This design comes from an exercise in tuning for small area and a short achievable clock period on the open sky130 flow, not from production work. Function was not checked in any run shown here: the RTL went through the layout flow alone. Power figures rest on the tool's default switching activity, not on a simulated workload.

[flow/config.mk]
export PLATFORM = sky130hd
export DESIGN_NAME = cvt_lane
export DESIGN_NICKNAME = cvt_lane
export VERILOG_FILES = /design/flow/design.v
export SDC_FILE = /design/flow/constraint.sdc
export NUM_CORES = 4
export LEC_CHECK = 0
export ABC_AREA = 1
export CAP_MARGIN = 20
export CORE_MARGIN = 2
export CORE_UTILIZATION = 60
export CTS_CLUSTER_DIAMETER = 100
export CTS_CLUSTER_SIZE = 30
export PLACE_DENSITY = 0.75
export SETUP_SLACK_MARGIN = 0.5
export SLEW_MARGIN = 70
[flow/flow/run.sh]
#!/bin/bash
# Own flow: the standard layout, with one change to synthesis: the
# combinational logic is mapped by flow/abc_area.script (a delay-targeted
# map with area recovery, then ABC's buffering and sizing) and Yosys's
# full/half-adder extraction is skipped.  Registers, their names and their
# cells are exactly as in the standard synthesis.  Every input port gets a
# buf_1 buffer and every output port a buf_2 (the standard flow puts
# clkdlybuf4s50_1 on both).
set -euo pipefail
W=$PWD
rm -rf "$W/scripts_own"
cp -r "$FLOW_HOME/scripts" "$W/scripts_own"
sed -i -e 's/^  extract_fa .*$/  # extract_fa skipped/' \
       -e 's/^  techmap -map \$::env(ADDER_MAP_FILE)$/  # adder map skipped/' \
       "$W/scripts_own/synth.tcl"
grep -q "extract_fa skipped" "$W/scripts_own/synth.tcl"
cp "$W/flow/abc_area.script" "$W/scripts_own/abc_area.script"
# port buffers: buf_1 on the inputs, buf_2 on the outputs
sed -i 's/^    buffer_ports {\*}\[env_var_or_empty BUFFER_PORTS_ARGS\]$/    buffer_ports -inputs -buffer_cell sky130_fd_sc_hd__buf_1\n    buffer_ports -outputs -buffer_cell sky130_fd_sc_hd__buf_2/' \
    "$W/scripts_own/global_place.tcl"
grep -q "buffer_ports -outputs" "$W/scripts_own/global_place.tcl"
bash "$W/standard.sh" SCRIPTS_DIR="$W/scripts_own" finish > "$W/standard.log" 2>&1
[flow/design.v]
module cvt_lane (
    input  wire        clk,
    input  wire        rst,
    input  wire        in_valid,
    input  wire [31:0] in_src,       
    input  wire [7:0]  in_e,         
    input  wire [3:0]  in_fmt,       
    input  wire [1:0]  in_rm,        
    input  wire        in_sat,       
    input  wire [23:0] in_u,         
    output reg         out_valid,
    output reg  [31:0] out_res,      
    output reg         out_invalid,
    output reg         out_overflow
);
    function automatic [10:0] add11(input [10:0] a, input [10:0] b, input cin);
        reg [10:0] g, p, G, P;
        integer i;
        begin
            g = a & b;
            p = a ^ b;
            G = g;
            P = p;
            for (i = 10; i >= 1; i = i - 1) begin G[i] = G[i] | (P[i] & G[i-1]); P[i] = P[i] & P[i-1]; end
            for (i = 10; i >= 2; i = i - 1) begin G[i] = G[i] | (P[i] & G[i-2]); P[i] = P[i] & P[i-2]; end
            for (i = 10; i >= 4; i = i - 1) begin G[i] = G[i] | (P[i] & G[i-4]); P[i] = P[i] & P[i-4]; end
            for (i = 10; i >= 8; i = i - 1) begin G[i] = G[i] | (P[i] & G[i-8]); P[i] = P[i] & P[i-8]; end
            add11[0] = p[0] ^ cin;
            for (i = 1; i <= 10; i = i + 1)
                add11[i] = p[i] ^ (G[i-1] | (P[i-1] & cin));
        end
    endfunction
    reg va, vb, vc;
    always @(posedge clk) begin
        if (rst) begin
            va <= 1'b0; vb <= 1'b0; vc <= 1'b0; out_valid <= 1'b0;
        end else begin
            va <= in_valid; vb <= va; vc <= vb; out_valid <= vc;
        end
    end
    wire [7:0] E0 = in_src[30:23];
    reg        a_s;
    reg [22:0] a_F;
    reg [7:0]  a_E, a_e;
    reg [3:0]  a_fmt;
    reg        a_sr;
    reg [23:0] a_u;
    always @(posedge clk) begin
        a_s   <= in_src[31];
        a_F   <= in_src[22:0];
        a_E   <= E0;
        a_e   <= in_e;
        a_fmt <= in_fmt[3] ? {1'b1, in_fmt[2], in_sat, 1'b0} : in_fmt;    
        a_sr  <= (in_rm == 2'd1);
        a_u   <= {in_u[23:1], (in_rm == 2'd1) ? in_u[0] : (in_rm == 2'd0)};
    end
    wire               Ez1 = ~|a_E;
    wire               Ex1 = &a_E;
    wire        [22:0] F1  = a_F;
    wire               Fz1 = ~|F1;
    wire signed [10:0] X1  = add11({3'b000, a_E}, ~{{3{a_e[7]}}, a_e}, 1'b1);   
    wire nan1  = Ex1 & ~Fz1;
    wire snan1 = nan1 & ~F1[22];
    wire inf1  = Ex1 & Fz1;
    wire zero1 = Ez1 & Fz1;
    wire i_int1 = a_fmt[3];
    wire i_e5_1 = ~a_fmt[3] & a_fmt[2];
    wire i_e4_1 = ~a_fmt[3] & ~a_fmt[2] & a_fmt[1] & a_fmt[0];
    wire i_h_1  = ~a_fmt[3] & ~a_fmt[2] & a_fmt[1] & ~a_fmt[0];
    wire i_bf_1 = ~a_fmt[3] & ~a_fmt[2] & ~a_fmt[1] & a_fmt[0];
    wire i_sp_1 = ~a_fmt[3] & ~a_fmt[2] & ~a_fmt[1] & ~a_fmt[0];
    wire [2:0] fc1 = {a_fmt[3] | a_fmt[2], a_fmt[3] | a_fmt[1], a_fmt[3] ? a_fmt[2] : a_fmt[0]};
    reg [4:0] clz1;
    integer k;
    always @(*) begin
        clz1 = 5'd23;
        for (k = 0; k < 23; k = k + 1)
            if (F1[k]) clz1 = 5'd22 - k[4:0];
    end
    wire [4:0] lzf1 = Ez1 ? clz1 : 5'd0;
    wire [23:0] M1 = {~Ez1, F1};
    reg [8:0] C1;
    reg [4:0] nn1;
    reg [8:0] Ymax1, Ymin1;
    always @(*) begin
        C1    = ({9{i_int1}} & 9'd150) | ({9{i_e5_1}} & 9'd134) | ({9{i_e4_1}} & 9'd141) |
                ({9{i_h_1}}  & 9'd126) | ({9{i_bf_1}} & 9'd17)  | ({9{i_sp_1}} & 9'd1);
        nn1   = ({5{i_e5_1}} & 5'd21)  | ({5{i_e4_1}} & 5'd20)  | ({5{i_h_1}}  & 5'd13) |
                ({5{i_bf_1}} & 5'd16);
        Ymax1 = ({9{i_e5_1 | i_h_1}} & 9'd142) | ({9{i_e4_1}} & 9'd135) |
                ({9{i_bf_1 | i_sp_1}} & 9'd254);
        Ymin1 = ({9{i_e5_1 | i_h_1}} & 9'd113) | ({9{i_e4_1}} & 9'd121) |
                ({9{i_bf_1 | i_sp_1}} & 9'd1);
    end
    wire signed [10:0] nsub32 = add11({2'd0, C1} + 11'd32, ~X1, ~Ez1);
    wire        [6:0]  nnrm32 = {2'd0, nn1} + 7'd32 - {2'd0, lzf1} - {6'd0, Ez1};
    wire signed [10:0] Y1     = add11(X1, ~{6'd0, lzf1}, 1'b1);           
    wire               normal1 = ~i_int1 & ~zero1 & (Ez1 ? (Y1 >= $signed({2'd0, Ymin1}))
                                                         : (X1 >= $signed({2'd0, Ymin1})));
    wire        [6:0]  shs1   = nsub32[10] ? 7'd0 : (|nsub32[9:7]) ? 7'd127 : nsub32[6:0];
    wire        [6:0]  sh1    = normal1 ? nnrm32 : shs1;
    wire               yeq1    = ~Ez1 & (X1 == $signed({2'd0, Ymax1}));
    wire               fbig1   = ~Ez1 & ((X1 > $signed({2'd0, Ymax1})) | (i_e4_1 & yeq1 & (&F1[22:20])));
    wire               ibig1   = (nsub32 <= 11'sd23);
    wire               spec1   = nan1 | inf1;
    reg [23:0] Mx1;
    reg [7:0]  efx1;
    always @(*) begin
        if (i_int1) begin
            Mx1  = 24'd0;
            efx1 = 8'd0;
        end else if (nan1 | (inf1 & i_e4_1)) begin
            Mx1  = i_e4_1 ? 24'hF0_0000 : 24'hC0_0000;
            efx1 = i_e4_1 ? 8'h0F : (i_h_1 | i_e5_1) ? 8'h1F : 8'hFF;
        end else if (inf1) begin
            Mx1  = 24'h80_0000;
            efx1 = (i_h_1 | i_e5_1) ? 8'h1F : 8'hFF;
        end else begin
            Mx1  = i_sp_1 ? 24'hFF_FFFF : i_bf_1 ? 24'hFF_0000 : i_h_1 ? 24'hFF_E000 : 24'hE0_0000;
            efx1 = i_e4_1 ? 8'h0F : (i_h_1 | i_e5_1) ? 8'h1E : 8'hFE;
        end
    end
    wire        force1 = spec1 | (~i_int1 & fbig1);
    wire [23:0] Mb1    = force1 ? Mx1 : M1;
    wire [7:0]  ef1    = force1 ? efx1 :
                         ~normal1 ? 8'd0 :
                         i_e4_1 ? {4'd0, ~Y1[3], Y1[2:0]} :
                         (i_h_1 | i_e5_1) ? {3'd0, ~Y1[4], Y1[3:0]} : Y1[7:0];
    wire        big1   = i_int1 ? (~nan1 & (ibig1 | inf1)) : (fbig1 & ~spec1);
    wire        inv1   = i_int1 ? spec1 : (snan1 | (inf1 & i_e4_1));
    wire        s1     = a_s & ~nan1;
    reg        b_s, b_big, b_ys, b_inv;
    reg [23:0] b_M, b_u;
    reg [6:0]  b_sh;
    reg [7:0]  b_ef;
    reg [2:0]  b_fmt;
    reg        b_sr;
    always @(posedge clk) begin
        b_s     <= s1;
        b_M     <= Mb1;
        b_sh    <= sh1;
        b_big   <= big1;
        b_ys    <= i_int1 ? a_fmt[1] : (yeq1 & ~spec1);    
        b_ef    <= ef1;
        b_fmt   <= fc1;
        b_sr    <= a_sr;
        b_u     <= a_u;
        b_inv   <= inv1;
    end
    wire [79:0] win2  = {b_M, 56'd0} >> b_sh;
    wire [31:0] kept2 = win2[55:24];
    wire [23:0] frac2 = win2[23:0];
    wire ru2 = b_sr ? (frac2 > b_u) : (b_u[0] & frac2[23] & ((|frac2[22:0]) | kept2[0]));
    wire i_int2 = b_fmt[2] & b_fmt[1];
    wire i_i8_2 = b_fmt[2] & b_fmt[1] & ~b_fmt[0];
    wire i_e5_2 = b_fmt[2] & ~b_fmt[1];
    wire i_e4_2 = ~b_fmt[2] & b_fmt[1] & b_fmt[0];
    wire i_h_2  = ~b_fmt[2] & b_fmt[1] & ~b_fmt[0];
    wire i_bf_2 = ~b_fmt[2] & ~b_fmt[1] & b_fmt[0];
    reg [31:0] val2;
    always @(*) begin
        if (i_i8_2)      val2 = {24'd0, kept2[7:0] ^ {8{b_s}}};
        else if (i_int2) val2 = kept2 ^ {32{b_s}};
        else if (i_e5_2) val2 = {24'd0, b_s, b_ef[4:0], kept2[1:0]};
        else if (i_e4_2) val2 = {24'd0, b_s, b_ef[3:0], kept2[2:0]};
        else if (i_h_2)  val2 = {16'd0, b_s, b_ef[4:0], kept2[9:0]};
        else if (i_bf_2) val2 = {16'd0, b_s, b_ef[7:0], kept2[6:0]};
        else             val2 = {b_s, b_ef[7:0], kept2[22:0]};
    end
    wire m_top2 = i_e5_2 ? (&kept2[1:0]) :
                  i_e4_2 ? (kept2[2:0] == 3'b110) :
                  i_h_2  ? (&kept2[9:0]) :
                  i_bf_2 ? (&kept2[6:0]) : (&kept2[22:0]);
    wire late2  = b_ys & m_top2;
    wire ov8a2  = b_big | (|kept2[31:8]) | (kept2[7] & (~b_s | (|kept2[6:0])));
    wire ov8b2  = b_s ? kept2[7] : (&kept2[6:0]);
    wire ov32a2 = b_big | (kept2[31] & (~b_s | (|kept2[30:0])));
    wire ova2   = i_int2 ? (b_ys & (i_i8_2 ? ov8a2 : ov32a2)) : b_big;
    wire ovb2   = i_int2 ? (b_ys & i_i8_2 & ov8b2) : late2;
    reg        c_s, c_ru, c_ova, c_ovb, c_inv;
    reg [31:0] c_val;
    reg        c_int, c_i8;
    always @(posedge clk) begin
        c_s    <= b_s;
        c_val  <= val2;
        c_ru   <= ru2;
        c_ova  <= ova2;
        c_ovb  <= ovb2;
        c_int  <= i_int2;
        c_i8   <= i_i8_2;
        c_inv  <= b_inv;
    end
    wire i_int3 = c_int;
    wire i_i8_3 = c_i8;
    wire        inc_c = i_int3 ? (c_s ^ c_ru) : (c_ru & ~c_ovb);
    wire [31:0] inc3  = c_val + {31'd0, inc_c};
    wire        isat3 = c_ova | (c_ovb & c_ru);
    wire [31:0] bnd3  = i_i8_3 ? {24'd0, c_s, {7{~c_s}}} : {c_s, {31{~c_s}}};
    wire [31:0] res3  = (i_int3 & isat3) ? bnd3 : {inc3[31:9], inc3[8] & ~i_i8_3, inc3[7:0]};
    wire        ovf3  = i_int3 ? (isat3 & ~c_inv) : (c_ova | (c_ovb & c_ru));
    always @(posedge clk) begin
        out_res      <= res3;
        out_invalid  <= c_inv;
        out_overflow <= ovf3;
    end
endmodule
[flow/flow/abc_area.script]
strash
dch
map -D 2600
strash
dch
map -D 2600
topo
stime -c
buffer -c
upsize -c
dnsize -c
[flow/constraint.sdc]
create_clock -name core_clock -period 15.0 [get_ports {clk}]
set_input_delay 3.0000 -clock core_clock [delete_from_list [all_inputs] [get_ports {clk}]]
set_output_delay 3.0000 -clock core_clock [all_outputs]
set_load 0.01 [all_outputs]
[flow/standard.sh]
#!/bin/bash
# synth_recipe.tcl (not shown) runs the flow's synth.tcl, then flattens the netlist and writes it again
# the make line also repeats each setting of config.mk as NAME=value (left out here)
make -C /OpenROAD-flow-scripts/flow DESIGN_CONFIG=/design/flow/config.mk WORK_HOME=/design/flow/orfs CLKGATE_MAP_FILE= SYNTH_SCRIPT=/design/flow/synth_recipe.tcl "${@:-finish}"
==> results.cfg, run 1 <==
[logic_synthesis]
syn_avg_cell_area_um2 = 6.86
yosys.area.top_type_share = 0.397
muxShareOfSynthArea = 0.00469
synth_flop_cell = dfxtp_1
yosys_register_bits = 217
synth_cell_type_count = 69
synthCells = 1596
synth.net_count = 1670
ys.warnings.count = 1
async_flop_share = 0
synth_edf_count = 0
synth-xor-area-share = 0.0168
synth-compound-area-share = 0.209
ys_seq_area_frac = 0.397
synth.area.top_cells = dfxtp_1 (40%), nand2_1 (12%), nor2_1 (6.8%), inv_1 (6.6%), o21ai_0 (6.4%)
netlist_area_um2 = 10900
synth-simple-area-share = 0.282
synth_top_family_by_area = simple AND/OR/NAND/NOR gates
synth_top_area_cell = dfxtp_1
synth_fa_ha_area_frac = 0

[clock_tree]
clk_pin_slew_ps = 110
cts_hold_buf = 0
clk_latency_ps = 470
cts.sinks = 217
cts_buffers = 11
cts_buffer_depth = 3
clock-root-buffer = clkbuf_16
htreeDepth = 1
cts_resized = 0
cts_tree = yes
post-cts-setup-buffer-count = 0

[routing]
drt_pass1_iterations = 6
wl_per_cell_um = 16.8
via_per_inst = 5.83
routed_wl_um = 32100
drc = 0
drt-initial-drc-count = 1391
vias = 11100
drtAntennaViolNets = 0

[critical_path]
critPathKind = register to output pin
cp.required_ps = 12000
start_kind = register
crit_path_max_incr_delay_ps = 340
cp_slowest_cell = dfxtp_1
path_cells = buf_2
critPathArrivalTime_ps = 930
path_max_fanout = 1
cp-end-kind = output pin
cp_top_family = flip-flops
regToRegSetupSlack_ps = 11080
critPathBufInv = 1

[final_layout]
drive_above_1_share = 0.0962
fin_nets = 1748
fin_area_um2 = 12000
fill_cells = 1552
synthToLayoutAreaGrowth_pct = 9.60
num_antenna_cells = 0

[power_and_ir_drop]
worst_ir_drop_vdd_mv = 0.144
power.density_nw_per_um2 = 152
power_leakage_nw = 5.27
p_total_w = 0.00182

[timing]
fmax_mhz = 254
fin_skew_ps = 22.6
layout_min_cycle_time_ps = 3930
setup_violations = 0
relSlewSlack = 0.675
tns_ps = 0
tightest_slew_ps = 488
final_hold_viol_count = 0
drv_slew = 0
layout_setup_ws_ps = 11070
fin_crit_sh = 0.262
rsz0062_at_grt = no

[place]
dp_hpwl_um = 25300
placement.io_buffers = 108
gp_congestion = 1.09
place_area_um2 = 11600
place_ws_ps = 11190

[grt]
track_usage = 0.328
grt_remaining_overflow = 0
gr-usage-met3 = 0.0549
antenna_found_initial = 0
grt_pass1_vias = 10500
grt_util_met2 = 0.533
gr-max-usage-layer = met2
grt_max_degree = 39
grt_pass1_wl_um = 52100
use_met1 = 0.439

[floorplanning]
start_util = 0.611
die_h_um = 139
die_w_um = 139
design.core.area_um2 = 17900
pin_count = 109
die-area_um2 = 19300
rows = 49

[run]
cap_violations = 0

[worst_hold_path]
hold_path.class = register to register

[outcome]
status = complete, no violations
cell type report:
| class | count | area (µm²) | area share |
|---|---|---|---|
| multi-input cells | 1124 | 5770 | 0.481 |
| flip-flops and latches | 217 | 4360 | 0.363 |
| inverters | 203 | 774 | 0.0646 |
| repair buffers | 117 | 513 | 0.0428 |
| well taps | 229 | 287 | 0.0239 |
| clock buffers | 11 | 275 | 0.0229 |
| clock inverters | 2 | 25.0 | 0.00209 |
metrics by stage:
stage               hold WS, ps  utilization  cells
floorplan                   310            -   1596
global placement            311        0.643   1889
detailed placement          312        0.650   1890
CTS                         324        0.666   1903
global route                321        0.670   1903
finish                      320        0.670   1903
power breakdown:
part,switching (W),internal [W]
clock,0.000178,0.000137
combinational,0.000540,0.000237
sequential,0.0000673,0.000661
total,0.000784,0.00103
cell usage in the layout, fill, tap and decap left out, types with 5 or more instances in the layout:
cell type	netlist	layout
a22oi_1	20	20
o21ai_1	14	36
nor3_2	1	5
nor3_1	23	19
inv_2	7	11
clkbuf_16	0	11
nand2_1	354	352
buf_1	9	74
o21a_1	5	5
o22ai_1	25	22
o211ai_1	8	8
a31oi_1	19	16
nand3_1	65	65
nor4_1	16	15
o31ai_1	21	21
buf_4	1	8
inv_1	191	185
nand4_1	14	14
o21ai_2	4	6
buf_2	6	35
a21oi_1	73	73
nand2_2	12	12
a211oi_1	9	9
or2_2	10	10
xnor2_1	5	5
nor2_1	199	192
nor2_2	11	14
dfxtp_1	217	211
xor2_1	16	15
o21ai_0	140	116
nor2_4	3	7
routing by layer:
metal	wire (µm)	part of all wire
met2	14200	0.44
met4	1370	0.043
met1	13500	0.42
met5	0	0
met3	2940	0.092
worst paths after layout:
path                        from               to  cells past startpoint
min reg2reg      a_u[16]$_DFF_P_  b_u[16]$_DFF_P_                      0
max          out_res[23]$_DFF_P_      out_res[23]                      1
max reg2reg      b_sh[1]$_DFF_P_     c_ru$_DFF_P_                     18
min              a_u[16]$_DFF_P_  b_u[16]$_DFF_P_                      0
state kept, by name (all words and copies together), names as in the netlist, 3 cells and up:
register  flops
c_val        32
out_res      32
a_u          24
b_M          24
b_u          24
a_F          23
a_E           8
a_e           8
b_ef          8
b_sh          7
a_fmt         4
b_fmt         3
synthesized netlist by cell type, drive strengths merged, types with 8 or more instances:
library cell  number
a211oi             9
a21oi             77
a22oi             20
a31oi             19
buf               18
clkbuf            34
dfxtp            217
inv              198
nand2            367
nand3             66
nand4             15
nor2             213
nor3              24
nor4              18
o211ai             8
o21ai            158
o22ai             25
o31ai             22
or2               11
xor2              16
cells by family after synthesis:
group                     Yosys count
and+or+nand+nor                   721
AOI/OAI and AO/OA                 377
buffers and inverters             255
DFF                               217
xor gates and xnor gates           21
muxes                               5
==> run 2: changes to the inputs <==
--- a/flow/design.v
+++ b/flow/design.v
@@ -40,8 +40,8 @@
     end
     wire [7:0] E0 = in_src[30:23];
-    reg        a_s;
+    reg        a_s, a_sat;
     reg [22:0] a_F;
     reg [7:0]  a_E, a_e;
-    reg [3:0]  a_fmt;
+    reg        a_int, a_i8, a_e5, a_e4, a_h, a_bf, a_sp, a_Ez, a_Ex;
     reg        a_sr;
     reg [23:0] a_u;
@@ -51,10 +51,19 @@
         a_E   <= E0;
         a_e   <= in_e;
-        a_fmt <= in_fmt[3] ? {1'b1, in_fmt[2], in_sat, 1'b0} : in_fmt;    
+        a_int <= in_fmt[3];
+        a_i8  <= in_fmt[3] & ~in_fmt[2];
+        a_e5  <= ~in_fmt[3] & in_fmt[2];
+        a_e4  <= ~in_fmt[3] & ~in_fmt[2] & in_fmt[1] & in_fmt[0];
+        a_h   <= ~in_fmt[3] & ~in_fmt[2] & in_fmt[1] & ~in_fmt[0];
+        a_bf  <= ~in_fmt[3] & ~in_fmt[2] & ~in_fmt[1] & in_fmt[0];
+        a_sp  <= ~in_fmt[3] & ~in_fmt[2] & ~in_fmt[1] & ~in_fmt[0];
+        a_Ez  <= ~|E0;
+        a_Ex  <= &E0;
         a_sr  <= (in_rm == 2'd1);
+        a_sat <= in_sat;
         a_u   <= {in_u[23:1], (in_rm == 2'd1) ? in_u[0] : (in_rm == 2'd0)};
     end
-    wire               Ez1 = ~|a_E;
-    wire               Ex1 = &a_E;
+    wire               Ez1 = a_Ez;
+    wire               Ex1 = a_Ex;
     wire        [22:0] F1  = a_F;
     wire               Fz1 = ~|F1;
@@ -64,11 +73,11 @@
     wire inf1  = Ex1 & Fz1;
     wire zero1 = Ez1 & Fz1;
-    wire i_int1 = a_fmt[3];
-    wire i_e5_1 = ~a_fmt[3] & a_fmt[2];
-    wire i_e4_1 = ~a_fmt[3] & ~a_fmt[2] & a_fmt[1] & a_fmt[0];
-    wire i_h_1  = ~a_fmt[3] & ~a_fmt[2] & a_fmt[1] & ~a_fmt[0];
-    wire i_bf_1 = ~a_fmt[3] & ~a_fmt[2] & ~a_fmt[1] & a_fmt[0];
-    wire i_sp_1 = ~a_fmt[3] & ~a_fmt[2] & ~a_fmt[1] & ~a_fmt[0];
-    wire [2:0] fc1 = {a_fmt[3] | a_fmt[2], a_fmt[3] | a_fmt[1], a_fmt[3] ? a_fmt[2] : a_fmt[0]};
+    wire i_int1 = a_int;
+    wire i_e5_1 = a_e5;
+    wire i_e4_1 = a_e4;
+    wire i_h_1  = a_h;
+    wire i_bf_1 = a_bf;
+    wire i_sp_1 = a_sp;
+    wire [2:0] fc1 = {a_int | a_e5, a_int | a_h | a_e4, a_bf | a_e4 | (a_int & ~a_i8)};
     reg [4:0] clz1;
     integer k;
@@ -96,6 +105,6 @@
     wire        [6:0]  nnrm32 = {2'd0, nn1} + 7'd32 - {2'd0, lzf1} - {6'd0, Ez1};
     wire signed [10:0] Y1     = add11(X1, ~{6'd0, lzf1}, 1'b1);           
-    wire               normal1 = ~i_int1 & ~zero1 & (Ez1 ? (Y1 >= $signed({2'd0, Ymin1}))
-                                                         : (X1 >= $signed({2'd0, Ymin1})));
+    wire signed [10:0] Xm1    = add11(X1, ~{2'd0, Ymin1}, 1'b1);
+    wire               normal1 = ~i_int1 & ~zero1 & ~Xm1[10] & ((|Xm1[9:5]) | (Xm1[4:0] >= lzf1));
     wire        [6:0]  shs1   = nsub32[10] ? 7'd0 : (|nsub32[9:7]) ? 7'd127 : nsub32[6:0];
     wire        [6:0]  sh1    = normal1 ? nnrm32 : shs1;
@@ -130,5 +139,5 @@
     wire        inv1   = i_int1 ? spec1 : (snan1 | (inf1 & i_e4_1));
     wire        s1     = a_s & ~nan1;
-    reg        b_s, b_big, b_ys, b_inv;
+    reg        b_s, b_big, b_yeq, b_sat, b_inv;
     reg [23:0] b_M, b_u;
     reg [6:0]  b_sh;
@@ -141,8 +150,9 @@
         b_sh    <= sh1;
         b_big   <= big1;
-        b_ys    <= i_int1 ? a_fmt[1] : (yeq1 & ~spec1);    
+        b_yeq   <= yeq1 & ~spec1;
         b_ef    <= ef1;
         b_fmt   <= fc1;
         b_sr    <= a_sr;
+        b_sat   <= a_sat;
         b_u     <= a_u;
         b_inv   <= inv1;
@@ -172,13 +182,13 @@
                   i_h_2  ? (&kept2[9:0]) :
                   i_bf_2 ? (&kept2[6:0]) : (&kept2[22:0]);
-    wire late2  = b_ys & m_top2;
+    wire late2  = b_yeq & m_top2;
     wire ov8a2  = b_big | (|kept2[31:8]) | (kept2[7] & (~b_s | (|kept2[6:0])));
     wire ov8b2  = b_s ? kept2[7] : (&kept2[6:0]);
     wire ov32a2 = b_big | (kept2[31] & (~b_s | (|kept2[30:0])));
-    wire ova2   = i_int2 ? (b_ys & (i_i8_2 ? ov8a2 : ov32a2)) : b_big;
-    wire ovb2   = i_int2 ? (b_ys & i_i8_2 & ov8b2) : late2;
+    wire ova2   = i_int2 ? (b_sat & (i_i8_2 ? ov8a2 : ov32a2)) : b_big;
+    wire ovb2   = i_int2 ? (b_sat & i_i8_2 & ov8b2) : late2;
     reg        c_s, c_ru, c_ova, c_ovb, c_inv;
     reg [31:0] c_val;
-    reg        c_int, c_i8;
+    reg [2:0]  c_fmt;
     always @(posedge clk) begin
         c_s    <= b_s;
@@ -187,10 +197,9 @@
         c_ova  <= ova2;
         c_ovb  <= ovb2;
-        c_int  <= i_int2;
-        c_i8   <= i_i8_2;
+        c_fmt  <= b_fmt;
         c_inv  <= b_inv;
     end
-    wire i_int3 = c_int;
-    wire i_i8_3 = c_i8;
+    wire i_int3 = c_fmt[2] & c_fmt[1];
+    wire i_i8_3 = c_fmt[2] & c_fmt[1] & ~c_fmt[0];
     wire        inc_c = i_int3 ? (c_s ^ c_ru) : (c_ru & ~c_ovb);
     wire [31:0] inc3  = c_val + {31'd0, inc_c};
==> flow/flow/run.sh (replaced) <==
#!/bin/bash
# Own flow: the standard layout, with one change to synthesis: the
# combinational logic is mapped by flow/abc_area.script (a delay-targeted
# map with area recovery, then ABC's buffering and sizing) and Yosys's
# full/half-adder extraction is skipped.  Registers, their names and their
# cells are exactly as in the standard synthesis.  Every port gets a buf_2
# buffer (the standard flow picks clkdlybuf4s50_1).
set -euo pipefail
W=$PWD
rm -rf "$W/scripts_own"
cp -r "$FLOW_HOME/scripts" "$W/scripts_own"
sed -i -e 's/^  extract_fa .*$/  # extract_fa skipped/' \
       -e 's/^  techmap -map \$::env(ADDER_MAP_FILE)$/  # adder map skipped/' \
       "$W/scripts_own/synth.tcl"
grep -q "extract_fa skipped" "$W/scripts_own/synth.tcl"
cp "$W/flow/abc_area.script" "$W/scripts_own/abc_area.script"
bash "$W/standard.sh" SCRIPTS_DIR="$W/scripts_own" BUFFER_PORTS_ARGS="-buffer_cell sky130_fd_sc_hd__buf_2" finish > "$W/standard.log" 2>&1
==> flow/flow/abc_area.script (replaced) <==
strash
dch
map -D 2800
topo
stime -c
buffer -c
upsize -c
dnsize -c
--- a/flow/config.mk
+++ b/flow/config.mk
@@ -9,8 +9,8 @@
 export CAP_MARGIN = 20
 export CORE_MARGIN = 2
-export CORE_UTILIZATION = 60
+export CORE_UTILIZATION = 40
 export CTS_CLUSTER_DIAMETER = 100
 export CTS_CLUSTER_SIZE = 30
-export PLACE_DENSITY = 0.75
+export PLACE_DENSITY = 0.6
 export SETUP_SLACK_MARGIN = 0.5
-export SLEW_MARGIN = 70
+export SLEW_MARGIN = 60
==> run 2 against run 1 <==
Clock-buffer cell count rose by 4. Cell area increased by 5.4%. Synthesized cell count grew 4.6%. Clock skew increased by 0.95 ps. Flip-flop and latch count rose by 8. Global-route usage shrank 11 points. Critical path depth up 16. Combinational power fell by 1%. Hold slack improved by 12 ps. Core utilization decreased by 22 points. Non-clock buffer count shrank 1. Critical endpoint is now b_M[20]$_DFF_P_. Highest routed layer unchanged.
==> results.cfg, run 2 <==
[outcome]
status = complete, no violations

[critical_path]
cp.required_ps = 15410
path_cells = nor2_1, nand2_1, nor2_1, inv_1, nor2_1, inv_1, o21ai_0, o221ai_1, nor4_1, nand3_1, o221ai_1, nand4_1, nand2_1, inv_1, nor2_1, o21ai_0, o22ai_1
critPathKind = register to register
worst_path_most_repeated_cell = nor2_1
cp-end-kind = register
critPathArrivalTime_ps = 4430
start_kind = register
crit_path_max_incr_delay_ps = 390
path_max_fanout = 16
cp_slowest_cell = dfxtp_1

[clock_tree]
htreeDepth = 1
cts_buffers = 12
clk_pin_slew_ps = 100
clk_latency_ps = 490
post-cts-setup-buffer-count = 0
cts_tree = yes
cts_buffer_depth = 3
cts_resized = 0
clock-root-buffer = clkbuf_16
cts_hold_buf = 0
cts.sinks = 225

[timing]
layout_min_cycle_time_ps = 4030
fmax_mhz = 248
drv_slew = 0
relSlewSlack = 0.617
fin_skew_ps = 23.6
rsz0062_at_grt = no
tns_ps = 0
tightest_slew_ps = 573
final_hold_viol_count = 0
setup_violations = 0
fin_crit_sh = 0.269
whs_ps = 332

[logic_synthesis]
synth_cell_type_count = 46
synth_edf_count = 0
netlist_area_um2 = 11300
ys.warnings.count = 1
synth_top_area_cell = dfxtp_1
synthCells = 1669
synth_top_family_by_area = simple AND/OR/NAND/NOR gates
synth_flop_cell = dfxtp_1
yosys.area.top_type_share = 0.398
yosysMostFrequentCell = nor2_1
synth.area.top_cells = dfxtp_1 (40%), nor2_1 (11%), nand2_1 (11%), inv_1 (7.4%), o21ai_0 (5.1%)
ys_seq_area_frac = 0.398
syn_avg_cell_area_um2 = 6.78
synth_common_cells = nor2_1 (321), nand2_1 (318), dfxtp_1 (225)
yosys_register_bits = 225
muxShareOfSynthArea = 0.0177
synth-xor-area-share = 0.0147
synth.net_count = 1743
synth-simple-area-share = 0.291
async_flop_share = 0
synth-compound-area-share = 0.185
synth_fa_ha_area_frac = 0

[power_and_ir_drop]
p_total_w = 0.00189
worst_ir_drop_vdd_mv = 0.0794
power.density_nw_per_um2 = 150
power_leakage_nw = 5.89

[place]
dp_hpwl_um = 25800
placement.io_buffers = 108
gp_congestion = 0.957
placedCellCount = 2113

[floorplanning]
die_w_um = 172
pin_count = 109
die_h_um = 172
design.core.area_um2 = 27800
rows = 61
start_util = 0.407
die-area_um2 = 29700

[run]
cap_violations = 0

[grt]
grt_remaining_overflow = 0
grt_pass1_vias = 9758
grt_pass1_wl_um = 50100
grt_max_degree = 40
antenna_found_initial = 0
track_usage = 0.215

[routing]
drt_pass1_iterations = 8
drt-initial-drc-count = 724
via_per_inst = 5.11
vias = 10900
drc = 0
wl_per_cell_um = 15.1
drtAntennaViolNets = 0
routed_wl_um = 32100

[final_layout]
mostFrequentLayoutCell = nand2_1
num_antenna_cells = 0
layout_common_cells = nand2_1 (317), nor2_1 (315), dfxtp_1 (222), inv_1 (221), o21ai_0 (116)
top_regs = c_val (32), out_res (32)
final_core_util = 0.455
fin_cells = 2130
drive_above_1_share = 0.103
fin_nets = 1823
synthToLayoutAreaGrowth_pct = 11.7

[worst_hold_path]
hold_path.class = register to register
## run 2: worst paths after layout
kind,start,endpoint,slack (ps),cells past startpoint
worst max register to register,a_bf$_DFF_P_,b_M[20]$_DFF_P_,10970,17
worst min-delay path,a_sat$_DFF_P_,b_sat$_DFF_P_,330,0
worst max-delay path,a_bf$_DFF_P_,b_M[20]$_DFF_P_,10970,17
worst min register to register,a_sat$_DFF_P_,b_sat$_DFF_P_,330,0
## run 2: worst max-delay path: cells and delay by family, from the launching register on
family	cells	cell delay, ps
buf+inv	3	470
compound gates	5	860
simple gates	9	2220
flops	1	390
## run 2: area by class of cell
cell class                 instances  area (µm²)
fill                            2942       15100
inverter                         230         866
timing repair buffer             116         601
sequential                       225        4510
tap                              378         473
clock inverter                     2        50.0
multi-input combinational       1164        5790
clock buffer                      15         353
## run 2: report_power, final
part | total, W | internal (W) | switching [W]
clock network | 0.000372 | 0.000175 | 0.000197
logic | 0.000768 | 0.000244 | 0.000524
registers | 0.000750 | 0.000687 | 0.0000630
total | 0.00189 | 0.00111 | 0.000784
## run 2: cell families after synthesis
group / Yosys count
AO/OA/AOI/OAI: 345
XOR/XNOR: 19
buffers and inverters: 280
flip-flops: 225
multiplexers: 20
AND/OR/NAND/NOR: 780
## run 2: through the flow
| step | setup slack [ps] | area [µm²] |
|---|---|---|
| 6_report | 10970 | 12600 |
| 4_1_cts | 11000 | 12600 |
| 5_1_grt | 10500 | 12600 |
| 3_3_place_gp | 10910 | 12200 |
| 3_5_place_dp | 11050 | 12200 |
| 2_1_floorplan | 11510 | 11300 |
## run 2: metal layers
layer / routed length [µm] / GRT usage / vias up
met5: 0 / 0 / -
met4: 1170 / 0.0767 / 0
met3: 1370 / 0.0245 / 68
met2: 15500 / 0.383 / 297
met1: 14000 / 0.268 / 4876
li1: - / - / 5648

-- re-timing with driven ports --
No port has a modelled driver above. Below, the same layouts with a new extraction and two added sets of constraints.
Step 1 (the two cells are an assumption about what drives the block):
set clk [get_ports {clk}]
set_driving_cell -lib_cell sky130_fd_sc_hd__clkbuf_16 $clk
set_driving_cell -lib_cell sky130_fd_sc_hd__buf_2 [delete_from_list [all_inputs] $clk]
Step 2 also shifts input and output timing later by t, the mid clock arrival at the registers, as if the neighbouring blocks saw the same clock.
Slacks: ideal ports / drivers / drivers and shift; pairs: ideal ports / drivers.
| run | t, ns | setup slack, ns | latest minus earliest clock arrival (ns) | worst register clock-pin slew, ns | pins driven straight from the clock port |
|---|---|---|---|---|---|
| run 1 | 0.506 | 11.071 / 11.024 / 11.079 | 0.022 / 0.023 | 0.11 / 0.11 | 1 |
| run 2 | 0.523 | 10.971 / 10.971 / 10.971 | 0.024 / 0.024 | 0.11 / 0.11 | 1 |
After both steps setup and hold are still met in every run listed.
